What follows belongs to an exercise in optimizing a design on an open flow for small area, a short achievable clock period and few clock cycles per item; a production flow would make more cautious choices.
Only simulation tests tie the RTL to the original design; equivalence was not proved.
Power is estimated from default activity; no workload was simulated.

==> flow/design.v <==
module bindery_cut #(
    parameter W = 8
) (
    input  wire         clk,
    input  wire         rst,
    input  wire [W-1:0] d,
    output reg  [W-1:0] q
);
    always @(posedge clk) begin
        q[W-2:0] <= d[W-2:0];
        if (rst) q[W-1] <= 1'b0;
        else     q[W-1] <= d[W-1];
    end
endmodule
module bindery_sadd #(
    parameter W = 12
) (
    input  wire [W-1:0] x,
    input  wire [W-1:0] y,
    input  wire         ci,
    output wire [W-1:0] s,
    output wire         co
);
    wire [W-1:0] p0 = x ^ y;
    reg  [W-1:0] g, p;
    integer l, i;
    always @(*) begin
        g = x & y;
        p = p0;
        g[0] = g[0] | (p[0] & ci);
        for (l = 0; (1 << l) < W; l = l + 1)
            for (i = 0; i < W; i = i + 1)
                if ((i >> l) & 1) begin
                    g[i] = g[i] | (p[i] & g[((i >> l) << l) - 1]);
                    p[i] = p[i] & p[((i >> l) << l) - 1];
                end
    end
    assign s  = p0 ^ {g[W-2:0], ci};
    assign co = g[W-1];
endmodule
module bindery_bkadd #(
    parameter W = 64
) (
    input  wire [W-1:0] x,
    input  wire [W-1:0] y,
    input  wire         ci,
    output wire [W-1:0] s
);
    wire [W-1:0] p0 = x ^ y;
    reg  [W-1:0] g, p;
    integer l, i;
    always @(*) begin
        g = x & y;
        p = p0;
        for (l = 0; l < 6; l = l + 1)
            for (i = 0; i < W; i = i + 1)
                if (((i + 1) % (2 << l)) == 0) begin
                    g[i] = g[i] | (p[i] & g[i - (1 << l)]);
                    p[i] = p[i] & p[i - (1 << l)];
                end
        for (l = 4; l >= 0; l = l - 1)
            for (i = 0; i < W; i = i + 1)
                if (((i + 1) % (2 << l)) == (1 << l) && i >= (2 << l)) begin
                    g[i] = g[i] | (p[i] & g[i - (1 << l)]);
                    p[i] = p[i] & p[i - (1 << l)];
                end
    end
    wire [W-1:0] c = {g[W-2:0] | (p[W-2:0] & {(W-1){ci}}), ci};
    assign s = p0 ^ c;
endmodule
module bindery_pand #(
    parameter W = 24
) (
    input  wire [W-1:0] x,
    output wire [W:0]   a
);
    reg [W-1:0] t;
    integer l, i;
    always @(*) begin
        t = x;
        for (l = 0; (1 << l) < W; l = l + 1)
            for (i = 0; i < W; i = i + 1)
                if ((i >> l) & 1)
                    t[i] = t[i] & t[((i >> l) << l) - 1];
    end
    assign a = {t, 1'b1};
endmodule
module bindery_ge64 (
    input  wire [63:0] x,
    input  wire [63:0] y,
    output wire        ge
);
    reg [63:0] gt, eq;
    integer l, i;
    always @(*) begin
        gt = x & ~y;
        eq = ~(x ^ y);
        for (l = 0; l < 6; l = l + 1)
            for (i = 0; i < 64; i = i + (2 << l)) begin
                gt[i] = gt[i + (1 << l)] | (eq[i + (1 << l)] & gt[i]);
                eq[i] = eq[i + (1 << l)] & eq[i];
            end
    end
    assign ge = gt[0] | eq[0];
endmodule
module bindery_lzc64 (
    input  wire [63:0] x,
    output wire [5:0]  n
);
    reg [31:0] v1;
    reg [31:0] c1;
    reg [15:0] v2;
    reg [31:0] c2;
    reg [7:0]  v3;
    reg [23:0] c3;
    reg [3:0]  v4;
    reg [15:0] c4;
    reg [1:0]  v5;
    reg [9:0]  c5;
    reg [5:0]  c6;
    integer i;
    always @(*) begin
        for (i = 0; i < 32; i = i + 1) begin
            v1[i] = x[2*i+1] | x[2*i];
            c1[i] = !x[2*i+1];
        end
        for (i = 0; i < 16; i = i + 1) begin
            v2[i] = v1[2*i+1] | v1[2*i];
            c2[2*i +: 2] = v1[2*i+1] ? {1'b0, c1[2*i+1]} : {1'b1, c1[2*i]};
        end
        for (i = 0; i < 8; i = i + 1) begin
            v3[i] = v2[2*i+1] | v2[2*i];
            c3[3*i +: 3] = v2[2*i+1] ? {1'b0, c2[2*(2*i+1) +: 2]} : {1'b1, c2[2*(2*i) +: 2]};
        end
        for (i = 0; i < 4; i = i + 1) begin
            v4[i] = v3[2*i+1] | v3[2*i];
            c4[4*i +: 4] = v3[2*i+1] ? {1'b0, c3[3*(2*i+1) +: 3]} : {1'b1, c3[3*(2*i) +: 3]};
        end
        for (i = 0; i < 2; i = i + 1) begin
            v5[i] = v4[2*i+1] | v4[2*i];
            c5[5*i +: 5] = v4[2*i+1] ? {1'b0, c4[4*(2*i+1) +: 4]} : {1'b1, c4[4*(2*i) +: 4]};
        end
        c6 = v5[1] ? {1'b0, c5[9:5]} : {1'b1, c5[4:0]};
    end
    assign n = c6;
endmodule
module bindery_tzc56 (
    input  wire [55:0] x,
    output wire [5:0]  n
);
    wire [55:0] r;
    genvar k;
    generate
        for (k = 0; k < 56; k = k + 1) begin : g_rev
            assign r[k] = x[55 - k];
        end
    endgenerate
    bindery_lzc64 u_lzc (.x({r, 8'hFF}), .n(n));
endmodule
module bindery_alu (
    input  wire        clk,
    input  wire        rst,
    input  wire        in_valid,
    input  wire [1:0]  cmd,        
    input  wire [2:0]  op,         
    input  wire [2:0]  ty,         
    input  wire [63:0] a,
    input  wire        a_nf,
    input  wire [63:0] b,
    input  wire        b_nf,
    output wire        out_valid,
    output wire [63:0] res,
    output wire        res_nf,
    output wire [1:0]  res_sub
);
    localparam C_ZSGN = 0,  C_INF = 1,  C_NAN = 2,  C_FFIN = 3, C_TF32 = 4,
               C_TB16 = 5,  C_TF16 = 6, C_NFX = 7,  C_FIN = 8,  C_SFIN = 9,
               C_M32 = 10,  C_M64 = 11, C_F64 = 12, C_FPM = 13;
    localparam WC = 14;
    localparam W0 = 1 + 14 + 64 + 1 + 64 + 1;
    wire [13:0] dec = {ty == 3'd0, ty == 3'd1, ty == 3'd2, ty == 3'd3, ty == 3'd4, ty == 3'd5,
                       op == 3'd0, op == 3'd1, op == 3'd2, op == 3'd3, op == 3'd4,
                       cmd == 2'd0, cmd[0], cmd[1]};
    wire [W0-1:0] q0;
    bindery_cut #(.W(W0)) u_c0 (.clk(clk), .rst(rst),
        .d({in_valid, dec, a, a_nf, b, b_nf}), .q(q0));
    wire        v0;
    wire        t_i32, t_i64, t_f16, t_b16, t_f32, t_f64;
    wire        op_sum, op_min, op_max, op_and, op_or;
    wire        leaf, two, fin;
    wire [63:0] i_a, i_b;
    wire        i_anf, i_bnf;
    assign {v0, t_i32, t_i64, t_f16, t_b16, t_f32, t_f64, op_sum, op_min, op_max, op_and, op_or,
            leaf, two, fin, i_a, i_anf, i_b, i_bnf} = q0;
    wire is_int = t_i32 | t_i64;
    wire half   = t_f16 | t_b16;
    wire minmax = op_min | op_max;
    wire fsum   = !is_int & op_sum;
    wire psum   = half & op_sum & !leaf;      
    wire fpm    = fsum & (!leaf | half);
    wire bz     = fpm & !two;                 
    wire l64 = t_f64;
    wire l32 = t_f32 | psum;
    wire lb  = t_b16 & !psum;
    wire l16 = t_f16 & !psum;
    function [63:0] fields;                   
        input [63:0] v;
        reg   [10:0] e16;
        reg   [10:0] e;
        reg   [51:0] f;
        begin
            e16 = (v[14:10] == 5'd0)  ? 11'd113 :
                  (v[14:10] == 5'h1F) ? 11'd255 : {6'd0, v[14:10]} + 11'd112;
            e = ({11{l64}} & v[62:52]) | ({11{l32}} & {3'd0, v[30:23]}) |
                ({11{lb}}  & {3'd0, v[14:7]}) | ({11{l16}} & e16);
            f = ({52{l64}} & v[51:0]) | ({52{l32}} & {v[22:0], 29'd0}) |
                ({52{lb}}  & {v[6:0], 45'd0}) | ({52{l16}} & {v[9:0], 42'd0});
            fields = {e, f, l16 ? (v[14:10] != 5'd0) : (e != 11'd0)};
        end
    endfunction
    wire [63:0] fa = fields(i_a);
    wire [63:0] fb = bz ? 64'd0 : fields(i_b);
    wire [10:0] Ea = fa[63:53], Eb = fb[63:53];
    wire [51:0] Fa = fa[52:1],  Fb = fb[52:1];
    wire        hda = fa[0],    hdb = fb[0];
    wire        w64 = t_i64 | t_f64;
    wire        w32 = w64 | t_i32 | l32;
    function [63:0] cmpkey;
        input [63:0] v;
        begin
            cmpkey = {t_i64 & ~v[63], v[62:32] & {31{w64}},
                      w64 ? v[31] : (t_i32 & ~v[31]),
                      v[30:15] & {16{w32}}, v[14:0]};
        end
    endfunction
    wire        ge0;
    bindery_ge64 u_ge (.x(cmpkey(i_a)), .y(cmpkey(i_b)), .ge(ge0));
    wire        ge = ge0 | bz;
    wire sa  = w64 ? i_a[63] : (l32 | t_i32) ? i_a[31] : i_a[15];
    wire sb  = bz ? 1'b1 : w64 ? i_b[63] : (l32 | t_i32) ? i_b[31] : i_b[15];
    wire xemax = l64 ? (Ea == 11'h7FF) : (Ea[7:0] == 8'hFF);
    wire yemax = l64 ? (Eb == 11'h7FF) : (Eb[7:0] == 8'hFF);
    wire xfnz  = (Fa != 52'd0);
    wire yfnz  = (Fb != 52'd0);
    wire x_nan = xemax & xfnz,  y_nan = yemax & yfnz;
    wire x_inf = xemax & !xfnz, y_inf = yemax & !yfnz;
    wire sp_nan = x_nan | y_nan | (x_inf & y_inf & (sa != sb));
    wire sp_inf = x_inf | y_inf;
    wire sp_sgn = x_inf ? sa : sb;
    wire zsgn   = sa & sb;
    wire fp_le  = (sa & !sb) | ((sa == sb) & (sa ? ge : !ge));
    wire le     = is_int ? !ge : fp_le;
    wire pick_b = two & (le != op_min);
    wire mm_nan = !is_int & !leaf & (x_nan | two & y_nan);
    wire mm_inf = pick_b ? y_inf : x_inf;
    wire [63:0] opa = fpm ? {8'd0, hda, Fa, 3'd0} : i_a;
    wire [63:0] opb = fpm ? {8'd0, hdb, Fb, 3'd0} : i_b;
    wire swap  = fpm & !ge;
    wire s_on  = fpm | two;                   
    wire [63:0] big = swap ? opb : opa;
    wire [63:0] sml = !s_on ? 64'd0 : swap ? opa : opb;
    wire [10:0] ea = {Ea[10:1], Ea[0] | (Ea == 11'd0)};
    wire [10:0] eb = {Eb[10:1], Eb[0] | (Eb == 11'd0)};
    wire [10:0] dab, dba;
    wire        cab, cba;
    bindery_sadd #(.W(11)) u_dab (.x(ea), .y(~eb), .ci(1'b1), .s(dab), .co(cab));
    bindery_sadd #(.W(11)) u_dba (.x(eb), .y(~ea), .ci(1'b1), .s(dba), .co(cba));
    wire [10:0] be  = swap ? eb : ea;
    wire [10:0] dd  = cab ? dab : dba;        
    wire [6:0]  dsh = !fpm ? 7'd0 : (dd[10:6] != 0) ? 7'd64 : {1'b0, dd[5:0]};
    wire bs      = sp_inf ? sp_sgn : swap ? sb : sa;
    wire eff_sub = fpm & (sa ^ sb);
    wire [2:0] fn = (minmax & two) ? (pick_b ? 3'd5 : 3'd4) :
                    (!is_int | !two | op_sum) ? 3'd0 :
                    op_and ? 3'd1 : op_or ? 3'd2 : 3'd3;
    wire m64  = w64;
    wire m32  = m64 | t_i32 | t_f32 | (half & op_sum & !fin);
    wire nfx  = leaf ? (!is_int & xemax) : (i_anf | (two & i_bnf));
    wire [WC-1:0] ctl1;
    assign ctl1[C_ZSGN] = zsgn;
    assign ctl1[C_INF]  = fpm ? sp_inf : mm_inf;
    assign ctl1[C_NAN]  = fpm ? sp_nan : (minmax & mm_nan);
    assign ctl1[C_FFIN] = fin & !is_int;
    assign ctl1[C_TF32] = t_f32;
    assign ctl1[C_TB16] = t_b16;
    assign ctl1[C_TF16] = t_f16;
    assign ctl1[C_NFX]  = nfx;
    assign ctl1[C_FIN]  = fin;
    assign ctl1[C_SFIN] = op_sum & fin;
    assign ctl1[C_M32]  = m32;
    assign ctl1[C_M64]  = m64;
    assign ctl1[C_F64]  = t_f64;
    assign ctl1[C_FPM]  = fpm;
    localparam W1 = 1 + WC + 64 + 64 + 7 + 11 + 1 + 1 + 3;
    wire [W1-1:0] q1;
    bindery_cut #(.W(W1)) u_c1 (.clk(clk), .rst(rst),
        .d({v0, ctl1, big, sml, dsh, be, bs, eff_sub, fn}), .q(q1));
    wire          v1;
    wire [WC-1:0] ctl_1;
    wire [63:0]   big1, sml1;
    wire [6:0]    dsh1;
    wire [10:0]   be1;
    wire          bs1, esub1;
    wire [2:0]    fn1;
    assign {v1, ctl_1, big1, sml1, dsh1, be1, bs1, esub1, fn1} = q1;
    reg [55:0] al;
    integer k;
    always @(*) begin
        al = dsh1[6] ? 56'd0 : sml1[55:0];
        for (k = 0; k < 6; k = k + 1)
            if (dsh1[k]) al = al >> (1 << k);
    end
    wire [5:0] tz;
    bindery_tzc56 u_tz (.x(sml1[55:0]), .n(tz));
    wire [5:0] tzd;
    wire       tzc;
    bindery_sadd #(.W(6)) u_tzc (.x(tz), .y(~dsh1[5:0]), .ci(1'b1), .s(tzd), .co(tzc));
    wire st = (sml1[55:0] != 56'd0) & (dsh1[6] | !tzc);      
    wire [63:0] sal = {sml1[63:56], al};
    wire        s0  = (big1[0] ^ al[0]) | st;
    wire        c1i = esub1 ? !(al[0] | st) : (big1[0] & al[0]);
    wire [62:0] sum_hi;
    bindery_bkadd #(.W(63)) u_add (.x(big1[63:1]), .y(esub1 ? ~sal[63:1] : sal[63:1]),
        .ci(c1i), .s(sum_hi));
    wire [63:0] pp = big1 ^ sal;
    wire [63:0] gg = big1 & sal;
    reg  [63:0] ires;
    always @(*) begin
        case (fn1)
            3'd1:    ires = gg;
            3'd2:    ires = pp | gg;
            3'd3:    ires = pp;
            3'd4:    ires = big1;
            3'd5:    ires = sal;
            default: ires = {sum_hi, s0};
        endcase
    end
    localparam W2 = 1 + WC + 64 + 11 + 1;
    wire [W2-1:0] q2;
    bindery_cut #(.W(W2)) u_c2 (.clk(clk), .rst(rst),
        .d({v1, ctl_1, ires, be1, bs1}), .q(q2));
    wire          v2;
    wire [WC-1:0] ctl_2;
    wire [63:0]   s2;
    wire [10:0]   be2;
    wire          bs2;
    assign {v2, ctl_2, s2, be2, bs2} = q2;
    wire fpm2 = ctl_2[C_FPM];
    wire [5:0]  lz;
    bindery_lzc64 u_lzc (.x({s2[56:0], 7'h7F}), .n(lz));
    wire        sz  = (s2[56:0] == 57'd0);
    wire [5:0]  lzd;
    wire        lzc;
    bindery_sadd #(.W(6)) u_lzcmp (.x(be2[5:0]), .y(~lz), .ci(1'b1), .s(lzd), .co(lzc));
    wire [5:0]  shl = !fpm2 ? 6'd1 : ((be2[10:6] != 0) | lzc) ? lz : be2[5:0];
    reg  [56:0] nsh;
    integer j;
    always @(*) begin
        nsh = s2[56:0];
        for (j = 0; j < 6; j = j + 1)
            if (shl[j]) nsh = nsh << (1 << j);
    end
    wire [55:0] nrm = {nsh[56:2], nsh[1] | nsh[0]};
    wire [11:0] bep1, exl;
    wire        bp_c, exl_c;
    bindery_sadd #(.W(12)) u_bp1 (.x({1'b0, be2}), .y(12'd0), .ci(1'b1), .s(bep1), .co(bp_c));
    bindery_sadd #(.W(12)) u_ex (.x(bep1), .y(~{6'd0, lz}), .ci(1'b1), .s(exl), .co(exl_c));
    wire [11:0] exf = ((be2[10:6] != 0) | lzc) ? exl : 12'd1;
    wire        fs  = (sz & !ctl_2[C_INF]) ? ctl_2[C_ZSGN] : bs2;
    localparam W3 = 1 + WC + 64 + 12 + 1;
    wire [W3-1:0] q3;
    bindery_cut #(.W(W3)) u_c3 (.clk(clk), .rst(rst),
        .d({v2, ctl_2, s2[63:56], nrm, exf, fs}), .q(q3));
    wire          v3;
    wire [WC-1:0] ctl_3;
    wire [63:0]   n;
    wire [11:0]   ex3;
    wire          fs3;
    assign {v3, ctl_3, n, ex3, fs3} = q3;
    wire fpm3 = ctl_3[C_FPM], f64 = ctl_3[C_F64];
    wire spn  = ctl_3[C_NAN], spi = ctl_3[C_INF];
    wire nf16 = ctl_3[C_TF16] & ctl_3[C_SFIN], nfb = ctl_3[C_TB16] & ctl_3[C_SFIN];
    wire        st32 = |n[30:0];
    wire        r32  = n[31] & (st32 | n[32]);
    wire        g    = f64 ? n[2] : n[31];
    wire        rs   = f64 ? (n[1] | n[0]) : st32;
    wire        lsb  = f64 ? n[3] : n[32];
    wire        rup  = g & (rs | lsb);
    wire [52:0] t    = {n[55:32], n[31:3] | {29{!f64}}};
    wire [53:0] tall;
    bindery_pand #(.W(53)) u_inc (.x(t), .a(tall));
    wire [52:0] ti   = t ^ tall[52:0];
    wire [52:0] mr   = rup ? ti : t;
    wire        mcy  = rup & tall[53];
    wire [11:0] ex1;
    wire        ex1c;
    bindery_sadd #(.W(12)) u_ex1 (.x(ex3), .y(12'd0), .ci(1'b1), .s(ex1), .co(ex1c));
    wire        hid  = n[55] | mcy | mr[52];
    wire [11:0] efin = mcy ? ex1 : ex3;
    wire [11:0] bef  = hid ? efin : 12'd0;
    wire        ovf  = n[55] & (f64 ? ((ex3 >= 12'd2047) | (mcy & (ex3 == 12'd2046)))
                                    : ((ex3 >= 12'd255)  | (mcy & (ex3 == 12'd254))));
    wire        finf = spi | ovf;
    wire [63:0] pk64 = spn ? 64'h7FF8_0000_0000_0000 :
                       finf ? {fs3, 11'h7FF, 52'd0} : {fs3, bef[10:0], mr[51:0]};
    wire [31:0] pk32 = spn ? 32'h7FC0_0000 :
                       finf ? {fs3, 8'hFF, 23'd0} : {fs3, bef[7:0], mr[51:29]};
    wire [7:0]  ue  = n[55] ? ex3[7:0] : 8'd0;
    wire [30:0] u   = {ue, n[54:32]};
    wire        a15 = &u[14:0];
    wire        z15 = ~|u[14:0];
    wire        c16 = r32 & a15 & u[15];
    wire        l15 = u[15] ^ (r32 & a15);
    wire        lnz = !((z15 & !r32) | (a15 & r32));
    wire        binc = c16 | (l15 & (lnz | u[16]));
    wire [14:0] bsum;
    wire        bco2;
    bindery_sadd #(.W(15)) u_binc (.x(u[30:16]), .y(15'd0), .ci(binc), .s(bsum), .co(bco2));
    wire [15:0] nb  = spn ? 16'h7FC0 : finf ? {fs3, 15'h7F80} : {fs3, bsum};
    wire [23:0] um  = n[55:32];
    wire [7:0]  xs8 = 8'd113 - ue;
    wire [3:0]  xsh = (ue >= 8'd113) ? 4'd0 : (ue < 8'd101) ? 4'd13 : xs8[3:0];
    reg  [23:0] hm;
    reg         ho, ha;      
    integer q;
    always @(*) begin
        hm = um;
        ho = 1'b0;
        ha = 1'b1;
        for (q = 0; q < 4; q = q + 1) begin
            if (xsh[q]) begin
                ho = ho | (|(hm & ((24'd1 << (1 << q)) - 24'd1)));
                ha = ha & (&(hm | ~((24'd1 << (1 << q)) - 24'd1)));
                hm = hm >> (1 << q);
            end
        end
    end
    wire        hall = ha & (&hm[11:0]);
    wire        hzer = !ho & (~|hm[11:0]);
    wire        hcg  = r32 & hall;                
    wire        hgd  = hm[12] ^ hcg;
    wire        hck  = hcg & hm[12];              
    wire        hst  = !((hzer & !r32) | (hall & r32));
    wire        hinc = hck | (hgd & (hst | hm[13]));
    wire [14:0] hb0  = (ue >= 8'd113) ? {ue[4:0] - 5'd16, hm[22:13]} : {5'd0, hm[22:13]};
    wire [14:0] hsum;
    wire        hco;
    bindery_sadd #(.W(15)) u_hinc (.x(hb0), .y(15'd0), .ci(hinc), .s(hsum), .co(hco));
    wire [15:0] nh  = spn ? 16'h7E00 : (finf | (ue > 8'd142)) ? {fs3, 15'h7C00} : {fs3, hsum};
    wire fqn3 = !fpm3 & ctl_3[C_NAN];
    wire tf16 = ctl_3[C_TF16], tb16 = ctl_3[C_TB16], tf32 = ctl_3[C_TF32];
    reg [63:0] fy;
    always @(*) begin
        if (fqn3)
            fy = tf16 ? 64'h7E00 : tb16 ? 64'h7FC0 : tf32 ? 64'h7FC0_0000 :
                 64'h7FF8_0000_0000_0000;
        else if (nf16)
            fy = {48'd0, nh};
        else if (nfb)
            fy = {48'd0, nb};
        else if (fpm3)
            fy = f64 ? pk64 : {32'd0, pk32};
        else
            fy = {n[63:32] & {32{ctl_3[C_M64]}}, n[31:16] & {16{ctl_3[C_M32]}}, n[15:0]};
    end
    wire is_nan = fpm3 ? spn : fqn3;
    wire is_inf = fpm3 ? (nf16 ? (nh[14:10] == 5'h1F) : nfb ? (nb[14:7] == 8'hFF) : finf)
                       : ctl_3[C_INF];
    wire [1:0] fsub = !ctl_3[C_FFIN] ? 2'b00 : is_nan ? 2'b01 :
                      (is_inf & !ctl_3[C_NFX]) ? 2'b10 : 2'b00;
    wire       fnf  = ctl_3[C_FIN] ? 1'b0 : ctl_3[C_NFX];
    localparam W4 = 1 + 64 + 1 + 2;
    wire [W4-1:0] q4;
    bindery_cut #(.W(W4)) u_c4 (.clk(clk), .rst(rst),
        .d({v3, fy, fnf, fsub}), .q(q4));
    assign {out_valid, res, res_nf, res_sub} = q4;
endmodule
==> flow/run.sh <==
#!/bin/bash
# synth_recipe.tcl (not shown) runs the flow's synth.tcl, then flattens the netlist and writes it again
# the make line also repeats each setting of config.mk as NAME=value (left out here)
make -C /OpenROAD-flow-scripts/flow DESIGN_CONFIG=/design/flow/config.mk WORK_HOME=/design/flow/orfs CLKGATE_MAP_FILE= SYNTH_SCRIPT=/design/flow/synth_recipe.tcl finish
==> flow/config.mk <==
export PLATFORM = sky130hd
export DESIGN_NAME = bindery_alu
export DESIGN_NICKNAME = bindery_alu
export VERILOG_FILES = /design/flow/design.v
export SDC_FILE = /design/flow/constraint.sdc
export NUM_CORES = 8
export LEC_CHECK = 0
export CAP_MARGIN = 20
export CORE_MARGIN = 2
export CORE_UTILIZATION = 65
export CTS_CLUSTER_DIAMETER = 100
export CTS_CLUSTER_SIZE = 30
export SLEW_MARGIN = 20
==> flow/constraint.sdc <==
create_clock -name core_clock -period 30.0 [get_ports {clk}]
set_input_delay 6.0000 -clock core_clock [delete_from_list [all_inputs] [get_ports {clk}]]
set_output_delay 6.0000 -clock core_clock [all_outputs]
set_load 0.01 [all_outputs]
==> results of run 1 <==
-- area by class of cell --
type	count	area, um^2
Multi-Input combinational cell	4199	28600
Fill cell	5359	18800
Sequential cell	561	11200
Timing Repair Buffer	289	2690
Tap cell	855	1070
Inverter	255	958
Clock buffer	30	697
Clock inverter	12	191
Antenna cell	4	10.0
-- cells by family after synthesis --
family / count (synthesis) / share of synthesized area
xor+xnor: 192 / 0.0399
mux: 355 / 0.0997
fa+ha+maj: 331 / 0.100
simple gates: 1807 / 0.203
flops: 561 / 0.266
compound gates: 1514 / 0.233
buf+inv: 626 / 0.0580
-- placed cells by master, fill, tap and decap left out, types with 14 or more instances in the layout --
cell,n
a211oi_1,45
a21o_1,75
a21oi_1,408
a221oi_1,31
a222oi_1,57
a22o_1,16
a22oi_1,114
a31oi_1,55
and2_1,95
and3_1,64
buf_4,81
clkbuf_16,27
clkdlybuf4s50_1,208
dfxtp_1,554
ha_1,319
inv_1,245
mux2_2,53
mux2i_1,254
mux4_2,46
nand2_1,613
nand2b_1,51
nand3_1,175
nand4_1,61
nor2_1,396
nor2b_1,63
nor3_1,120
nor4_1,71
o211ai_1,38
o21a_1,17
o21ai_0,371
o21ai_1,14
o21bai_1,15
o221ai_1,17
o22ai_1,39
o31ai_1,38
or4_1,14
xnor2_1,124
xor2_1,68
-- worst reg2reg max path: stages (launching register included) --
cell	delay, ps
dfxtp_4	1000
mux2i_1	410
mux4_2	520
nor2_1	180
a21oi_1	110
mux2_2	300
mux2i_1	400
xnor2_1	180
ha_1	300
a21o_1	200
a21o_1	190
a221oi_1	580
o221ai_1	460
a211oi_1	500
a21oi_1	190
nor3_2	580
o21ai_1	260
a21boi_1	260
xor2_1	180
a21oi_1	80
-- power by group through the flow --
stage	combinational, mW	clock, mW	sequential, mW
finish	1.36	0.441	1.13
detailed placement	1.30	0	1.13
global placement	1.28	0	1.13
CTS	1.31	0.443	1.11
global route	1.46	0.468	1.13
floorplan	0.962	0	1.00
-- Yosys cell counts, types with 68 or more instances --
master	count	share of area
a22oi_1	114	0.020
o21ai_0	371	0.044
clkbuf_1	273	0.024
and2_1	95	0.014
xor2_1	68	0.014
nand2_1	615	0.055
mux2i_1	254	0.060
nor2_1	400	0.036
nor3_1	121	0.014
a21oi_1	410	0.049
inv_1	247	0.022
dfxtp_1	561	0.27
xnor2_1	124	0.026
nor4_1	71	0.011
ha_1	319	0.095
a21o_1	75	0.013
nand3_1	175	0.021
-- state kept, by name, indices dropped and copies added (netlist names) --
register  flops
u_c0.q      145
u_c4.q       68
u_c1.q      166
u_c3.q       91
u_c2.q       91
-- per-stage QoR --
step                      instance area (um^2)  instances  hold slack [ps]  power (mW)
after floorplan                          42100       5386              310        1.96
final                                    45400       6205              329        2.93
after global routing                     45400       6201              343        3.06
after detailed placement                 44500       6159              312        2.43
after global placement                   44500       6159              310        2.41
after CTS                                45400       6201              332        2.86
-- metal layers --
| layer | vias to the layer above | track usage | wire length, um |
|---|---|---|---|
| li1 | 19400 | - | - |
| met2 | 3165 | 0.710 | 69000 |
| met1 | 19700 | 0.561 | 57000 |
| met5 | - | 0 | 13 |
| met4 | 2 | 0.323 | 13900 |
| met3 | 774 | 0.0861 | 18200 |
-- path summary, 6_finish.rpt --
check	to	slack [ps]	cells past startpoint
min	u_c2.q[82]	330	0
max reg2reg	u_c2.q[68]	22960	19
min reg2reg	u_c2.q[82]	330	0
max	out_valid	22470	1
==> impl_metrics.csv, run 1 <==
group,metric,value,unit
status,status,"complete, no violations",
timing,timing.final.max_slew_violations,0,
worst_hold_path,min-delay-start,"u_c1.q[157]",
synth,synth.avg_cell_area,7.83,um^2
floorplanning,fp.dieW,259,um
timing,fin_tns_setup,0,ps
place,place_ws,23130,ps
place,portBuffers,208,
timing,min_period,7530,ps
synth,ys_ff_latch,561,
timing,grt_setup_unrepaired,"false",
flow_run,drv_cap,0,
detailed_routing,vias,43000,
global_route,grt_pass1_vias,38900,
synth,ys_async_sr_fraction,0,
clock_tree,post-cts-setup-buffer-count,0,
power,combPwrFrac,0.463,
power,pwr-share-seq,0.386,
clock_tree,cts-buffers-inserted,27,
timing,clock_skew,47.9,ps
worst_setup_path,crit_buf_inv,1,
power,leakage,19.4,nW
detailed_routing,drt-vias-per-instance,6.94,
clock_tree,cts_tree,"done",
clock_tree,h-tree-depth,1,
power,ir_drop,0.0000621,V
worst_setup_path,crit_path_start,"u_c4.q[67]",
clock_tree,cts.sinks,561,
detailed_routing,drc_errors,0,
worst_setup_path,max_stage_delay,540,ps
worst_setup_path,slowest_stage,"clkdlybuf4s50_1",
floorplanning,io_pins,209,
power,netSwitchingFraction,0.454,
timing,slew_headroom,0.155,
synth,ys_seq_area_frac,0.266,
floorplanning,core_area,64200,um^2
floorplanning,num_rows,93,
clock_tree,cts_buffer_depth,3,
power,power_density,64.4,nW/um^2
floorplanning,die-area,66900,um^2
layout,finish.utilization,0.707,
clock_tree,clock-root-buffer,"clkbuf_16",
synth,synthDistinctLibCells,100,
floorplanning,start_util,0.656,
worst_hold_path,hp-class,"flip-flop to flip-flop",
power,clkPwrFrac,0.151,
layout,drive_above_1_share,0.0544,
worst_setup_path,path_class,"flip-flop to output port",
global_route,grt_max_degree,118,
timing,hold_viol_final,0,
clock_tree,post_cts_resized,0,
detailed_routing,wl_per_cell,25.5,um
worst_setup_path,cp-end-kind,"output port",
worst_setup_path,worstPathRequired,24000,ps
synth,synth_nets,5858,
layout,area_delta_synth_final,7.78,%
timing,worst-slew-pin-transition,1260,ps
synth,ys.flop_type,"dfxtp_1",
power,p_sw,1.33,mW
floorplanning,fp.dieH,259,um
power,internal_power,1.60,mW
layout,fin_nets,5805,
detailed_routing,drtPass1Iterations,14,
synth,synth_area,42100,um^2
clock_tree,clkTransAtPathRegs,110,ps
worst_setup_path,critPathMaxFanout,1,
worst_setup_path,path_cells,"clkdlybuf4s50_1",
detailed_routing,antenna_left,0,
clock_tree,cts_hold_buf,0,
timing,fmax,0.133,GHz
worst_setup_path,cp-start-kind,"flip-flop",
global_route,antenna_found_initial,4,
worst_setup_path,worstPathArrival,1530,ps
global_route,grt_pass1_wl,236,mm
global_route,track_usage,0.453,
timing,setup_slack,22470,ps
clock_tree,clk_latency,640,ps
global_route,grt-ovfl-total,0,
synth,synth_edf_count,0,
synth,yosysWarningCount,14,
timing,final-setup-viol-count,0,
synth,syn_inst,5386,
place,place_hpwl,119,mm
worst_setup_path,crit_family,"buffers and inverters",
place,gp_congestion,1.08,
worst_setup_path,timing.rr.start,"u_c1.q[16]",
detailed_routing,drt_iter0_drc,6934,
detailed_routing,finalWirelength,158,mm
timing,final.period_utilization,0.251,
Testbench counts, summed over its fixed seeds: cycles 24,040, items 24,000.
==> run 2: changes to the inputs <==
==> flow/flow/run.sh (new file) <==
#!/bin/bash
# Layout of bindery_alu: the standard flow (standard.sh) from synthesis
# to the final layout, unchanged except that the ports are buffered with
# sky130_fd_sc_hd__buf_2 cells rather than the delay buffer buffer_ports
# picks on its own. Every step's full log stays under orfs/logs/; what
# make prints goes to standard.log.
set -euo pipefail
bash standard.sh "BUFFER_PORTS_ARGS=-buffer_cell sky130_fd_sc_hd__buf_2" finish > standard.log 2>&1
==> flow/standard.sh (new file) <==
#!/bin/bash
# synth_recipe.tcl (not shown) runs the flow's synth.tcl, then flattens the netlist and writes it again
# the make line also repeats each setting of config.mk as NAME=value (left out here)
make -C /OpenROAD-flow-scripts/flow DESIGN_CONFIG=/design/flow/config.mk WORK_HOME=/design/flow/orfs CLKGATE_MAP_FILE= SYNTH_SCRIPT=/design/flow/synth_recipe.tcl "${@:-finish}"
removed: flow/run.sh
==> run 2 against run 1 <==
Net effect: flip-flop and latch count stayed put; non-clock buffer count is 2 lower; critical path depth is 21 higher.
==> impl_metrics.csv, run 2 <==
group,metric,value,unit
clock_tree,clkTransAtPathRegs,110,ps
clock_tree,post_cts_resized,0,
worst_setup_path,crit_family,"compound AO/OA/AOI/OAI gates",
synth,synth_compound_area_frac,0.233,
flow_run,drv_cap,0,
synth,synth_nets,5858,
power,clkPwrFrac,0.144,
layout,layout_common_cells,"nand2_1 (613), dfxtp_1 (554), a21oi_1 (408)",
clock_tree,cts-buffers-inserted,25,
synth,syn_inst,5386,
worst_hold_path,min_to,"u_c3.q[83]",
clock_tree,post-cts-setup-buffer-count,0,
synth,synthTopCellsByArea,"dfxtp_1 (27%), ha_1 (9.5%), mux2i_1 (6.0%), nand2_1 (5.5%), a21oi_1 (4.9%)",
timing,final.period_utilization,0.244,
power,netSwitchingFraction,0.464,
power,combPwrFrac,0.463,
timing,grt_setup_unrepaired,"false",
floorplanning,core_area,64200,um^2
timing,fmax,0.137,GHz
synth,yosys.area.top_type_share,0.266,
clock_tree,cts_buffer_depth,3,
floorplanning,num_rows,93,
place,gp_congestion,1.08,
global_route,grt-ovfl-total,0,
floorplanning,io_pins,209,
detailed_routing,antenna_left,0,
detailed_routing,drt-vias-per-instance,7.04,
timing,slew_headroom,0.224,
worst_setup_path,cp-end-kind,"flip-flop",
worst_setup_path,path_cells,"buf_4 > inv_1 > buf_4 > o211ai_1 > nand3_1 > o21ai_0 > and2_1 > o21ai_0 > o22ai_1 > xnor2_1 > ha_1 > a21o_1 > a21o_1 > a221oi_1 > o221ai_1 > a211oi_1 > a21oi_1 > nor3_2 > o21ai_1 > a21boi_1 > xor2_1 > a21oi_1",
timing,clock_skew,44.5,ps
synth,ys_async_sr_fraction,0,
detailed_routing,vias,43600,
layout,finalNonFillerCells,6199,
detailed_routing,drc_errors,0,
synth,yosys.area.top_type,"dfxtp_1",
layout,area_delta_synth_final,4.99,%
synth,netlist_top_cells_count,"nand2_1 (615), dfxtp_1 (561), a21oi_1 (410), nor2_1 (400), o21ai_0 (371)",
place,postPlaceCellArea,43500,um^2
worst_setup_path,cp-start-kind,"flip-flop",
place,dpl.cell_count,6157,
worst_setup_path,reg2reg_depth,22,
detailed_routing,drt_iter0_drc,7632,
synth,synth_area,42100,um^2
synth,ys.flop_type,"dfxtp_1",
power,power_density,65.3,nW/um^2
worst_setup_path,ff2ff_setup_slack,22680,ps
clock_tree,clock-root-buffer,"clkbuf_16",
clock_tree,clk_latency,640,ps
power,pwr-share-seq,0.393,
layout,drive_above_1_share,0.0918,
layout,regMostFlops,"u_c1.q",
worst_setup_path,critPathMaxFanout,53,
worst_setup_path,slowest_stage,"a221oi_1",
clock_tree,cts_tree,"done",
worst_setup_path,worstPathRequired,30460,ps
timing,fin_tns_setup,0,ps
floorplanning,fp.dieW,259,um
global_route,track_usage,0.468,
worst_hold_path,min-delay-start,"u_c2.q[82]",
timing,final-setup-viol-count,0,
detailed_routing,wl_per_cell,26.4,um
synth,ys_ff_latch,561,
power,internal_power,1.55,mW
worst_setup_path,timing.rr.start,"u_c1.q[17]",
worst_hold_path,min_path_cells,0,
worst_setup_path,path_class,"flip-flop to flip-flop",
synth,synthDistinctLibCells,100,
power,p_sw,1.34,mW
status,status,"complete, no violations",
detailed_routing,drtPass1Iterations,13,
worst_hold_path,hp-class,"flip-flop to flip-flop",
worst_setup_path,rr_endpoint,"u_c2.q[68]",
synth,ys_seq_area_frac,0.266,
floorplanning,fp.dieH,259,um
timing,hold_viol_final,0,
detailed_routing,finalWirelength,164,mm
power,totalPowerFinal,2.89,mW
place,place_hpwl,122,mm
place,portBuffers,208,
layout,reg.largest.list,"u_c1.q x166, u_c0.q x145",
worst_setup_path,max_stage_delay,710,ps
global_route,grt_max_degree,104,
synth,synth_top_family_by_area,"compound AO/OA/AOI/OAI gates",
layout,fin_area,44300,um^2
synth,synth_edf_count,0,
power,leakage,19.5,nW
floorplanning,die-area,66900,um^2
layout,largest_reg_flops,166,
clock_tree,cts_hold_buf,0,
synth,yosysWarningCount,14,
timing,min_period,7320,ps
synth,synth.area.mux_share,0.0997,
timing,timing.final.max_slew_violations,0,
synth,synth.avg_cell_area,7.83,um^2
power,ir_drop,0.0000833,V
global_route,grt_pass1_wl,243,mm
synth,synthAdderAreaFrac,0.100,
synth,synthSimpleGateAreaFrac,0.203,
clock_tree,h-tree-depth,1,
clock_tree,cts.sinks,561,
synth,synthXorXnorAreaFrac,0.0399,
layout,final_common_cell,"nand2_1",
global_route,grt_pass1_vias,39600,
global_route,antenna_found_initial,13,
layout,fin_nets,5801,
floorplanning,start_util,0.656,
timing,worst-slew-pin-transition,1160,ps
synth,yosysMostFrequentCell,"nand2_1",
worst_setup_path,crit_buf_inv,3,
worst_setup_path,worstPathArrival,7770,ps
run 2: cell counts after synthesis:
No cell type changed its count.
run 2: kinds of logic (layout without fill, tap and decap cells):
| family | Yosys count | after routing |
|---|---|---|
| adders and majority gates | 331 | 331 |
| and+or+nand+nor | 1807 | 1807 |
| xor gates and xnor gates | 192 | 192 |
| DFF | 561 | 561 |
| muxes | 355 | 355 |
| AOI/OAI and AO/OA | 1514 | 1514 |
| buffers and inverters | 626 | 580 |
| other | 0 | 4 |
run 2: worst register-to-register path, stage by stage (launching register included):
cell      delay, ps
dfxtp_2         330
buf_4           460
inv_1           450
buf_4           360
o211ai_1        120
nand3_1         140
o21ai_0         450
and2_1          220
o21ai_0          80
o22ai_1         630
xnor2_1         150
ha_1            230
a21o_1          160
a21o_1          190
a221oi_1        710
o221ai_1        410
a211oi_1        540
a21oi_1         180
nor3_2          620
o21ai_1         270
a21boi_1        230
xor2_1          170
a21oi_1          80
run 2: how the worst max path moves through the flow:
| stage | start | end | slack (ps) | cells past startpoint |
|---|---|---|---|---|
| detailed placement | u_c0.q[141] | u_c1.q[16] | 22950 | 17 |
| global route | u_c0.q[141] | u_c1.q[16] | 22430 | 17 |
| global placement | u_c0.q[141] | u_c1.q[16] | 22950 | 17 |
| finish | u_c1.q[17] | u_c2.q[68] | 22680 | 22 |
| CTS | u_c0.q[141] | u_c1.q[16] | 22910 | 17 |
| floorplan | u_c4.q[67] | out_valid | 23670 | 0 |
run 2: layout make-up:
| type | count | area, um^2 |
|---|---|---|
| fill | 5419 | 20000 |
| clock inverter | 10 | 130 |
| antenna | 4 | 10.0 |
| tap | 855 | 1070 |
| inverter | 255 | 958 |
| sequential | 561 | 11200 |
| multi-input combinational | 4199 | 28600 |
| clock buffer | 28 | 637 |
| timing repair buffer | 287 | 1630 |
run 2: routing by layer:
metal | track usage | vias to the layer above | wire [um]
met5 | 0 | - | 101
met2 | 0.737 | 3342 | 71500
met3 | 0.102 | 832 | 19600
li1 | - | 19400 | -
met1 | 0.570 | 20000 | 57900
met4 | 0.328 | 16 | 14400
run 2: power groups by stage:
stage               combinational [mW]  clock (mW)  sequential (mW)
floorplan                        0.962           0             1.00
global placement                  1.26           0             1.13
detailed placement                1.28           0             1.13
CTS                               1.29       0.418             1.11
global route                      1.44       0.442             1.14
finish                            1.34       0.416             1.14
run 2: per-stage QoR:
stage	utilization	hold WS, ps	worst slack [ps]
final	0.689	323	22680
after global routing	0.689	332	22430
after CTS	0.689	327	22910
after detailed placement	0.677	312	22950
after global placement	0.677	311	22950
after floorplan	-	310	23670
==> run 3: changes to the inputs <==
--- a/flow/design.v
+++ b/flow/design.v
@@ -320,10 +320,10 @@
     wire        s0  = (big1[0] ^ al[0]) | st;
     wire        c1i = esub1 ? !(al[0] | st) : (big1[0] & al[0]);
     wire [62:0] sum_hi;
-    bindery_bkadd #(.W(63)) u_add (.x(big1[63:1]), .y(esub1 ? ~sal[63:1] : sal[63:1]),
-        .ci(c1i), .s(sum_hi));
-    wire [63:0] pp = big1 ^ sal;
-    wire [63:0] gg = big1 & sal;
+    wire [63:0] ys = {esub1 ? ~sal[63:1] : sal[63:1], sal[0]};
+    bindery_bkadd #(.W(63)) u_add (.x(big1[63:1]), .y(ys[63:1]), .ci(c1i), .s(sum_hi));
+    wire [63:0] pp = big1 ^ ys;
+    wire [63:0] gg = big1 & ys;
     reg  [63:0] ires;
     always @(*) begin
         case (fn1)
==> flow/flow/run.sh (replaced) <==
#!/bin/bash
# Layout of bindery_alu: the standard flow (standard.sh) from synthesis
# to the final layout, with two changes to how it is made:
#  * the ports are buffered with sky130_fd_sc_hd__buf_2 cells rather than
#    the delay buffer buffer_ports picks on its own;
#  * repair_timing aims for 23.4 ns of setup slack, so it sizes the paths
#    between registers for the period the design can reach, not for 30 ns.
# The clock, its period and every constraint are the standard flow's, unchanged.
# Every step's full log stays under orfs/logs/; what make prints goes to
# standard.log.
set -euo pipefail
bash standard.sh "BUFFER_PORTS_ARGS=-buffer_cell sky130_fd_sc_hd__buf_2" \
    SETUP_SLACK_MARGIN=23.4 finish > standard.log 2>&1
--- a/flow/config.mk
+++ b/flow/config.mk
@@ -8,6 +8,6 @@
 export CAP_MARGIN = 20
 export CORE_MARGIN = 2
 export CORE_UTILIZATION = 65
-export CTS_CLUSTER_DIAMETER = 100
-export CTS_CLUSTER_SIZE = 30
+export CTS_CLUSTER_DIAMETER = 80
+export CTS_CLUSTER_SIZE = 20
 export SLEW_MARGIN = 20
==> run 3 against run 2 <==
Net effect: worst setup slack better by 260 ps; clock skew is 16 ps lower; critical path type is now flip-flop to output port; critical path depth down 21; non-clock buffer count decreased by 4; sequential power about the same; clock power up 32%; power rose by 0.46%; cell area shrank 1.9%; die area shrank 4.1%; synthesized cell count is 3.0% lower.
==> impl_metrics.csv, run 3 <==
group,metric,value,unit
timing,hold_viol_final,0,
detailed_routing,drtPass1Iterations,12,
worst_setup_path,worst-path-stages,1,
floorplanning,io_pins,209,
place,place_ws,22910,ps
synth,yosys.area.top_type,"dfxtp_1",
worst_setup_path,critPathMaxFanout,1,
worst_setup_path,path_cells,"buf_6",
place,portBuffers,208,
floorplanning,start_util,0.656,
layout,final_common_cell,"nand2_1",
worst_setup_path,crit_path_start,"u_c4.q[67]",
timing,clock_skew,28.1,ps
worst_setup_path,reg2reg_depth,26,
timing,worst-slew-pin-transition,1240,ps
detailed_routing,drt-vias-per-instance,7.09,
detailed_routing,vias,42800,
clock_tree,clk_latency,620,ps
synth,ys_seq_area_frac,0.278,
synth,synth_nets,5635,
layout,largest_reg_flops,166,
layout,fillerInstances,5016,
layout,reg.largest.list,"u_c1.q x166, u_c0.q x145",
clock_tree,clkTransAtPathRegs,80,ps
layout,area_delta_synth_final,7.47,%
worst_setup_path,crit_family,"flip-flops",
clock_tree,cts_buffer_depth,3,
worst_hold_path,hp-class,"flip-flop to flip-flop",
floorplanning,die-area,64200,um^2
global_route,grt_pass1_vias,39400,
synth,synth_area,40400,um^2
clock_tree,cts_tree,"done",
floorplanning,fp.dieH,253,um
synth,syn_inst,5225,
timing,final-setup-viol-count,0,
clock_tree,h-tree-depth,2,
power,leakage,18.6,nW
worst_setup_path,worstPathRequired,24000,ps
clock_tree,clock-root-buffer,"clkbuf_16",
worst_setup_path,rr_endpoint,"u_c4.q[1]",
synth,ys_async_sr_fraction,0,
detailed_routing,wl_per_cell,27.2,um
worst_setup_path,crit_path_end,"out_valid",
global_route,track_usage,0.491,
layout,drive_above_1_share,0.113,
timing,min_period,7050,ps
timing,slew_headroom,0.170,
timing,final.period_utilization,0.235,
synth,yosysMostFrequentCell,"nand2_1",
global_route,grt_max_degree,119,
worst_setup_path,ff2ff_setup_slack,23560,ps
power,ir_drop,0.0000650,V
global_route,antenna_found_initial,5,
place,place_hpwl,119,mm
synth,synth_edf_count,0,
place,gp_congestion,1.07,
synth,yosysWarningCount,14,
timing,setup_slack,22950,ps
power,power_density,66.8,nW/um^2
layout,layout_common_cells,"nand2_1 (592), dfxtp_1 (523), nor2_1 (471)",
floorplanning,fp.dieW,253,um
timing,timing.final.max_slew_violations,0,
synth,synth.avg_cell_area,7.73,um^2
layout,regMostFlops,"u_c1.q",
worst_setup_path,crit_buf_inv,1,
worst_setup_path,timing.rr.start,"u_c3.q[1]",
detailed_routing,antenna_left,0,
flow_run,drv_cap,0,
status,status,"complete, no violations",
clock_tree,cts.sinks,561,
worst_setup_path,path_class,"flip-flop to output port",
clock_tree,cts-buffers-inserted,40,
global_route,grt-ovfl-total,0,
timing,fmax,0.142,GHz
synth,netlist_top_cells_count,"nand2_1 (595), dfxtp_1 (561), nor2_1 (478), a21oi_1 (376), o21ai_0 (368)",
worst_setup_path,max_stage_delay,330,ps
worst_setup_path,slowest_stage,"dfxtp_2",
timing,grt_setup_unrepaired,"true",
layout,finish.utilization,0.705,
synth,yosys.area.top_type_share,0.278,
synth,synthDistinctLibCells,99,
synth,ys.flop_type,"dfxtp_1",
worst_setup_path,cp-end-kind,"output port",
detailed_routing,finalWirelength,164,mm
synth,synthTopCellsByArea,"dfxtp_1 (28%), ha_1 (8.0%), mux2i_1 (5.7%), nand2_1 (5.5%), a21oi_1 (4.7%)",
worst_setup_path,cp-start-kind,"flip-flop",
floorplanning,num_rows,91,
floorplanning,core_area,61600,um^2
worst_setup_path,worstPathArrival,1050,ps
synth,ys_ff_latch,561,
layout,fin_nets,5598,
detailed_routing,drt_iter0_drc,7475,
detailed_routing,drc_errors,0,
global_route,grt_pass1_wl,240,mm
power,totalPowerFinal,2.90,mW
timing,fin_tns_setup,0,ps
==> run 3: cells by family after synthesis <==
| kind of cell | share of synthesized area |
|---|---|
| simple gates | 0.203 |
| compound gates | 0.233 |
| buf+inv | 0.0603 |
| flops | 0.278 |
| mux | 0.0982 |
| fa+ha+maj | 0.0855 |
| xor+xnor | 0.0414 |
==> run 3: how the worst min path moves through the flow <==
stage / from / cells past startpoint / slack, ps / to
floorplan: u_c1.q[4] / 0 / 310 / u_c2.q[0]
global placement: u_c2.q[71] / 0 / 310 / u_c3.q[72]
detailed placement: u_c1.q[15] / 0 / 310 / u_c2.q[11]
CTS: u_c2.q[80] / 0 / 330 / u_c3.q[81]
global route: u_c2.q[81] / 0 / 330 / u_c3.q[82]
finish: u_c1.q[15] / 0 / 330 / u_c2.q[11]
==> run 3: cell type report <==
cell class / count / area [um^2] / share of cell area
flip-flops and latches: 561 / 11300 / 0.260
clock buffers: 43 / 1030 / 0.0238
inverters: 263 / 1000 / 0.0231
well taps: 837 / 1050 / 0.0241
multi-input cells: 4039 / 27000 / 0.622
repair buffers: 283 / 1840 / 0.0424
clock inverters: 14 / 185 / 0.00426
diodes: 3 / 7.51 / 0.000173
==> run 3: power by group <==
| group | internal (mW) | total (mW) | switching [mW] |
|---|---|---|---|
| combinational | 0.468 | 1.24 | 0.772 |
| sequential | 0.876 | 1.11 | 0.237 |
| clock | 0.258 | 0.548 | 0.291 |
==> run 3: through the flow <==
step	instances	hold WS, ps	area (um^2)
after CTS	6030	326	43000
after global routing	6040	334	43400
after floorplan	5225	310	40400
after global placement	5971	310	41700
after detailed placement	5972	312	41700
final	6043	327	43400
==> run 3: timing repair <==
| action | 4_1_cts | 5_1_grt |
|---|---|---|
| setup buffers | 0 | 8 |
| resized for setup | 30 | 80 |
| hold buffers | 0 | 0 |
| cloned | 1 | 2 |
| pin swaps | 1 | 5 |
| setup endpoints to repair | 80 | 172 |
==> run 3: routing by layer <==
layer	part of all wire	track usage	vias up
li1	-	-	18800
met4	0.11	0.412	8
met1	0.34	0.572	19500
met3	0.13	0.127	1003
met5	0.00026	0.00386	-
met2	0.43	0.755	3517
Testbench counts of run 3, summed over its fixed seeds: cycles 24,040, items 24,000.
==> run 4: changes to the inputs <==
--- a/flow/design.v
+++ b/flow/design.v
@@ -173,25 +173,24 @@
     output wire        res_nf,
     output wire [1:0]  res_sub
 );
-    localparam C_ZSGN = 0,  C_INF = 1,  C_NAN = 2,  C_FFIN = 3, C_TF32 = 4,
-               C_TB16 = 5,  C_TF16 = 6, C_NFX = 7,  C_FIN = 8,  C_SFIN = 9,
-               C_M32 = 10,  C_M64 = 11, C_F64 = 12, C_FPM = 13;
-    localparam WC = 14;
-    localparam W0 = 1 + 14 + 64 + 1 + 64 + 1;
-    wire [13:0] dec = {ty == 3'd0, ty == 3'd1, ty == 3'd2, ty == 3'd3, ty == 3'd4, ty == 3'd5,
-                       op == 3'd0, op == 3'd1, op == 3'd2, op == 3'd3, op == 3'd4,
-                       cmd == 2'd0, cmd[0], cmd[1]};
+    localparam C_ZSGN = 0, C_INF = 1, C_NAN = 2, C_TY = 3, C_OPS = 6, C_FIN = 7,
+               C_NFX = 8,  C_FPM = 9;
+    localparam WC = 10;
+    localparam W0 = 1 + 2 + 3 + 3 + 64 + 1 + 64 + 1;
     wire [W0-1:0] q0;
     bindery_cut #(.W(W0)) u_c0 (.clk(clk), .rst(rst),
-        .d({in_valid, dec, a, a_nf, b, b_nf}), .q(q0));
+        .d({in_valid, cmd, op, ty, a, a_nf, b, b_nf}), .q(q0));
     wire        v0;
-    wire        t_i32, t_i64, t_f16, t_b16, t_f32, t_f64;
-    wire        op_sum, op_min, op_max, op_and, op_or;
-    wire        leaf, two, fin;
+    wire [1:0]  i_cmd;
+    wire [2:0]  i_op, i_ty;
     wire [63:0] i_a, i_b;
     wire        i_anf, i_bnf;
-    assign {v0, t_i32, t_i64, t_f16, t_b16, t_f32, t_f64, op_sum, op_min, op_max, op_and, op_or,
-            leaf, two, fin, i_a, i_anf, i_b, i_bnf} = q0;
+    assign {v0, i_cmd, i_op, i_ty, i_a, i_anf, i_b, i_bnf} = q0;
+    wire t_i32 = (i_ty == 3'd0), t_i64 = (i_ty == 3'd1), t_f16 = (i_ty == 3'd2);
+    wire t_b16 = (i_ty == 3'd3), t_f32 = (i_ty == 3'd4), t_f64 = (i_ty == 3'd5);
+    wire op_sum = (i_op == 3'd0), op_min = (i_op == 3'd1), op_max = (i_op == 3'd2);
+    wire op_and = (i_op == 3'd3), op_or  = (i_op == 3'd4);
+    wire leaf = (i_cmd == 2'd0), two = i_cmd[0], fin = i_cmd[1];
     wire is_int = t_i32 | t_i64;
     wire half   = t_f16 | t_b16;
     wire minmax = op_min | op_max;
@@ -273,23 +272,15 @@
     wire [2:0] fn = (minmax & two) ? (pick_b ? 3'd5 : 3'd4) :
                     (!is_int | !two | op_sum) ? 3'd0 :
                     op_and ? 3'd1 : op_or ? 3'd2 : 3'd3;
-    wire m64  = w64;
-    wire m32  = m64 | t_i32 | t_f32 | (half & op_sum & !fin);
     wire nfx  = leaf ? (!is_int & xemax) : (i_anf | (two & i_bnf));
     wire [WC-1:0] ctl1;
     assign ctl1[C_ZSGN] = zsgn;
     assign ctl1[C_INF]  = fpm ? sp_inf : mm_inf;
     assign ctl1[C_NAN]  = fpm ? sp_nan : (minmax & mm_nan);
-    assign ctl1[C_FFIN] = fin & !is_int;
-    assign ctl1[C_TF32] = t_f32;
-    assign ctl1[C_TB16] = t_b16;
-    assign ctl1[C_TF16] = t_f16;
-    assign ctl1[C_NFX]  = nfx;
+    assign ctl1[C_TY+2:C_TY] = i_ty;
+    assign ctl1[C_OPS]  = op_sum;
     assign ctl1[C_FIN]  = fin;
-    assign ctl1[C_SFIN] = op_sum & fin;
-    assign ctl1[C_M32]  = m32;
-    assign ctl1[C_M64]  = m64;
-    assign ctl1[C_F64]  = t_f64;
+    assign ctl1[C_NFX]  = nfx;
     assign ctl1[C_FPM]  = fpm;
     localparam W1 = 1 + WC + 64 + 64 + 7 + 11 + 1 + 1 + 3;
     wire [W1-1:0] q1;
@@ -377,9 +368,15 @@
     wire [11:0]   ex3;
     wire          fs3;
     assign {v3, ctl_3, n, ex3, fs3} = q3;
-    wire fpm3 = ctl_3[C_FPM], f64 = ctl_3[C_F64];
+    wire [2:0] ty3 = ctl_3[C_TY+2:C_TY];
+    wire tf16 = (ty3 == 3'd2), tb16 = (ty3 == 3'd3), tf32 = (ty3 == 3'd4), f64 = (ty3 == 3'd5);
+    wire int3 = (ty3[2:1] == 2'b00);
+    wire m64  = (ty3 == 3'd1) | f64;
+    wire m32  = m64 | (ty3 == 3'd0) | tf32 | ((tf16 | tb16) & ctl_3[C_OPS] & !ctl_3[C_FIN]);
+    wire fpm3 = ctl_3[C_FPM];
     wire spn  = ctl_3[C_NAN], spi = ctl_3[C_INF];
-    wire nf16 = ctl_3[C_TF16] & ctl_3[C_SFIN], nfb = ctl_3[C_TB16] & ctl_3[C_SFIN];
+    wire sfin = ctl_3[C_OPS] & ctl_3[C_FIN];
+    wire nf16 = tf16 & sfin, nfb = tb16 & sfin;
     wire        st32 = |n[30:0];
     wire        r32  = n[31] & (st32 | n[32]);
     wire        g    = f64 ? n[2] : n[31];
@@ -448,7 +445,6 @@
     bindery_sadd #(.W(15)) u_hinc (.x(hb0), .y(15'd0), .ci(hinc), .s(hsum), .co(hco));
     wire [15:0] nh  = spn ? 16'h7E00 : (finf | (ue > 8'd142)) ? {fs3, 15'h7C00} : {fs3, hsum};
     wire fqn3 = !fpm3 & ctl_3[C_NAN];
-    wire tf16 = ctl_3[C_TF16], tb16 = ctl_3[C_TB16], tf32 = ctl_3[C_TF32];
     reg [63:0] fy;
     always @(*) begin
         if (fqn3)
@@ -461,12 +457,12 @@
         else if (fpm3)
             fy = f64 ? pk64 : {32'd0, pk32};
         else
-            fy = {n[63:32] & {32{ctl_3[C_M64]}}, n[31:16] & {16{ctl_3[C_M32]}}, n[15:0]};
+            fy = {n[63:32] & {32{m64}}, n[31:16] & {16{m32}}, n[15:0]};
     end
     wire is_nan = fpm3 ? spn : fqn3;
     wire is_inf = fpm3 ? (nf16 ? (nh[14:10] == 5'h1F) : nfb ? (nb[14:7] == 8'hFF) : finf)
                        : ctl_3[C_INF];
-    wire [1:0] fsub = !ctl_3[C_FFIN] ? 2'b00 : is_nan ? 2'b01 :
+    wire [1:0] fsub = !(ctl_3[C_FIN] & !int3) ? 2'b00 : is_nan ? 2'b01 :
                       (is_inf & !ctl_3[C_NFX]) ? 2'b10 : 2'b00;
     wire       fnf  = ctl_3[C_FIN] ? 1'b0 : ctl_3[C_NFX];
     localparam W4 = 1 + 64 + 1 + 2;
==> flow/flow/run.sh (replaced) <==
#!/bin/bash
# Layout of bindery_alu: the standard flow (standard.sh) from synthesis
# to the final layout, with these changes to how it is made:
#  * the ports are buffered with sky130_fd_sc_hd__buf_2 cells rather than
#    the delay buffer buffer_ports picks on its own;
#  * repair_timing aims for 23.4 ns of setup slack, so it sizes the paths
#    between registers for the period the design can reach, not for 30 ns;
#  * clock tree synthesis clusters at most 20 sinks within 80 um and adds no
#    dummy loads.
# The clock, its period and every constraint are the standard flow's, unchanged.
# Every step's full log stays under orfs/logs/; what make prints goes to
# standard.log.
set -euo pipefail
bash standard.sh "BUFFER_PORTS_ARGS=-buffer_cell sky130_fd_sc_hd__buf_2" \
    SETUP_SLACK_MARGIN=23.4 \
    "CTS_ARGS=-sink_clustering_enable -repair_clock_nets -sink_clustering_size 20 -sink_clustering_max_diameter 80 -dont_use_dummy_load" \
    finish > standard.log 2>&1
==> run 4 against run 3 <==
Net effect: global-route usage fell by 1.5 points; hold slack better by 2.1 ps; still clean; register-to-register slack got worse by 50 ps; sequential share of layout area down 1.3 points; clock power decreased by 17%; clock skew is 37 ps higher; fmax is 0.38% higher; cell area up 1.9%.
==> impl_metrics.csv, run 4 <==
group,metric,value,unit
timing,timing.final.max_slew_violations,0,
clock_tree,h-tree-depth,2,
layout,layout_common_cells,"nand2_1 (591), dfxtp_1 (500), nor2_1 (434)",
timing,hold_slack,329,ps
worst_setup_path,crit_buf_inv,1,
synth,yosys.area.top_type_share,0.262,
layout,fin_area,44200,um^2
worst_setup_path,rr_endpoint,"u_c2.q[44]",
clock_tree,cts-buffers-inserted,36,
clock_tree,clkTransAtPathRegs,80,ps
synth,synthTopCellsByArea,"dfxtp_1 (26%), ha_1 (7.8%), nand2_1 (5.4%), mux4_2 (4.9%), a21oi_1 (4.8%)",
detailed_routing,drt_iter0_drc,6985,
timing,hold_viol_final,0,
timing,fin_tns_setup,0,ps
worst_setup_path,reg2reg_depth,21,
floorplanning,start_util,0.657,
layout,fillerInstances,5287,
timing,final-setup-viol-count,0,
layout,drive_above_1_share,0.124,
clock_tree,cts.sinks,543,
synth,yosys.area.top_type,"dfxtp_1",
synth,synth_top_family_by_area,"compound AO/OA/AOI/OAI gates",
worst_setup_path,crit_family,"flip-flops",
power,totalPowerFinal,2.72,mW
global_route,grt-ovfl-total,0,
synth,synthAdderAreaFrac,0.0834,
synth,yosysWarningCount,14,
global_route,grt_busiest_layer,"met2",
synth,ys_seq_area_frac,0.262,
global_route,use_met3,0.126,
global_route,grt_max_degree,102,
layout,area_delta_synth_final,6.72,%
timing,slew_headroom,0.150,
synth,ys_async_sr_fraction,0,
worst_hold_path,hp-class,"flip-flop to flip-flop",
worst_setup_path,cp-start-kind,"flip-flop",
worst_setup_path,max_stage_delay,320,ps
layout,fin_nets,5651,
status,status,"complete, no violations",
global_route,grt_pass1_wl,242,mm
detailed_routing,drtPass1Iterations,13,
detailed_routing,drc_errors,0,
floorplanning,core_area,63100,um^2
detailed_routing,drt-vias-per-instance,7.07,
floorplanning,num_rows,92,
floorplanning,io_pins,209,
power,ir_drop,0.0000592,V
global_route,antenna_found_initial,2,
timing,worst-slew-pin-transition,1260,ps
layout,regMostFlops,"u_c1.q",
clock_tree,cts_tree,"done",
global_route,use_met2,0.725,
worst_setup_path,timing.rr.start,"u_c1.q[18]",
place,place_hpwl,120,mm
layout,antennaDiodeCount,0,
floorplanning,fp.dieH,257,um
worst_setup_path,cp-end-kind,"output port",
synth,synth_compound_area_frac,0.241,
synth,yosysMostFrequentCell,"nand2_1",
detailed_routing,antenna_left,0,
place,place_ws,22990,ps
floorplanning,die-area,65800,um^2
timing,final.period_utilization,0.234,
detailed_routing,vias,43100,
detailed_routing,wl_per_cell,27.0,um
layout,seq_area,10900,um^2
power,power_density,61.4,nW/um^2
synth,netlist_top_cells_count,"nand2_1 (594), dfxtp_1 (543), nor2_1 (441), a21oi_1 (394), o21ai_0 (371)",
synth,synthSimpleGateAreaFrac,0.207,
worst_setup_path,ff2ff_setup_slack,23510,ps
timing,fmax,0.142,GHz
synth,synth_area,41500,um^2
worst_setup_path,worstPathArrival,1030,ps
place,postPlaceCellArea,42700,um^2
worst_setup_path,path_class,"flip-flop to output port",
synth,synth_edf_count,0,
worst_hold_path,min_path_cells,0,
layout,reg.largest.list,"u_c1.q x162, u_c0.q x139",
timing,setup_slack,22970,ps
global_route,grtUsageMet1,0.579,
global_route,track_usage,0.475,
timing,grt_setup_unrepaired,"true",
clock_tree,cts_buffer_depth,3,
worst_setup_path,path_cells,"buf_2",
layout,multi_input_area,28200,um^2
flow_run,drv_cap,0,
synth,ys.flop_type,"dfxtp_1",
floorplanning,fp.dieW,257,um
worst_hold_path,min-delay-start,"u_c1.q[11]",
synth,synth_nets,5681,
global_route,grt_pass1_vias,39400,
synth,ys_ff_latch,543,
worst_setup_path,slowest_stage,"dfxtp_1",
synth,syn_inst,5271,
clock_tree,cts_hold_buf,0,
place,portBuffers,208,
worst_setup_path,critPathMaxFanout,1,
synth,synthXorXnorAreaFrac,0.0395,
clock_tree,clock-root-buffer,"clkbuf_16",
worst_setup_path,worstPathRequired,24000,ps
worst_hold_path,min_to,"u_c2.q[7]",
timing,clock_skew,65.5,ps
power,leakage,18.3,nW
layout,final_common_cell,"nand2_1",
timing,min_period,7030,ps
synth,synth.avg_cell_area,7.86,um^2
synth,synthDistinctLibCells,110,
clock_tree,clk_latency,590,ps
layout,largest_reg_flops,162,
synth,synth.area.mux_share,0.106,
detailed_routing,finalWirelength,164,mm
place,gp_congestion,1.08,
## run 4: cell types whose count changed in the layout (fill, tap and decap cells not counted), sizes merged, moves of 18 or more
cell    previous run  this run
nand3            174       121
a22oi             95       131
buf              283       313
nor2b             38        73
mux2i            231       173
dfxtp            561       543
o21ai            369       391
mux4              35        94
mux2              77        49
nor2             478       445
nand2b            38        58
a21o              61        36
a31oi             97        75
## run 4: worst max path at each step
stage | startpoint | to | cells after the start
after floorplan | u_c4.q[67] | out_valid | 0
after global placement | u_c0.q[136] | u_c1.q[47] | 18
after detailed placement | u_c0.q[136] | u_c1.q[46] | 18
after CTS | u_c4.q[67] | out_valid | 1
after global routing | u_c4.q[36] | res[33] | 1
final | u_c4.q[52] | res[49] | 1
## run 4: kinds of logic (layout without fill, tap and decap cells)
| logic type | Yosys count | in the layout |
|---|---|---|
| xor+xnor | 187 | 187 |
| compound gates | 1529 | 1529 |
| simple gates | 1790 | 1791 |
| mux | 316 | 316 |
| flops | 543 | 543 |
| fa+ha+maj | 269 | 269 |
| buf+inv | 637 | 604 |
## run 4: area by class of cell
cell class                      count  area share
Timing Repair Buffer              316      0.0488
Multi-Input combinational cell   4092       0.638
Inverter                          252      0.0215
Sequential cell                   543       0.247
Clock buffer                       36      0.0204
Tap cell                          846      0.0239
## run 4: power breakdown
| part | leakage [nW] | switching, mW | internal (mW) |
|---|---|---|---|
| clock network | 0.444 | 0.241 | 0.213 |
| logic | 13.3 | 0.725 | 0.468 |
| registers | 4.56 | 0.229 | 0.841 |
## run 4: repair_timing
action,CTS,global route
gates cloned,1,1
setup endpoints to repair,168,228
buffers inserted,0,19
pin swaps,1,5
gates resized for setup,31,88
endpoints found under the hold margin,0,0
## run 4: metrics by stage
step	cells	utilization
after floorplan	5271	-
final	6085	0.701
after global routing	6085	0.701
after detailed placement	6028	0.677
after CTS	6065	0.693
after global placement	6028	0.677
## run 4: layer usage
metal,vias to the layer above,wire [um]
li1,19100,-
met1,19800,57700
met2,3305,70300
met3,865,21100
met4,0,15200
met5,-,0
Testbench counts of run 4, summed over its fixed seeds: cycles 24,040, items 24,000.

==> what the ideal ports hide <==
How much do the figures lean on ideal ports? The routed layouts below were timed once more, with nothing changed but the port constraints.
Step 1 sets driving cells, clkbuf_16 on the clock port and buf_2 on the other inputs (assumed; they add their load-dependent delay and slew).
Step 2 adds t to the input delays and takes it off the output delays; t is the mean of the earliest and latest rising clock arrival at the registers after step 1. Input paths then give back, and output paths get back, about the clock's delay inside the block.
Three values: ideal ports, drivers, drivers and shift; two values: the first two.
| run | t, ns | setup slack, ns | worst data-port slew with drivers (ns) |
|---|---|---|---|
| run 1 | 0.683 | 22.472 / 22.401 / 22.956 | 0.06 |
| run 2 | 0.683 | 22.684 / 22.684 / 22.684 | 0.05 |
| run 3 | 0.672 | 22.946 / 22.877 / 23.454 | 0.07 |
| run 4 | 0.622 | 22.972 / 22.905 / 23.507 | 0.05 |
After both steps setup and hold are still met in every run listed.
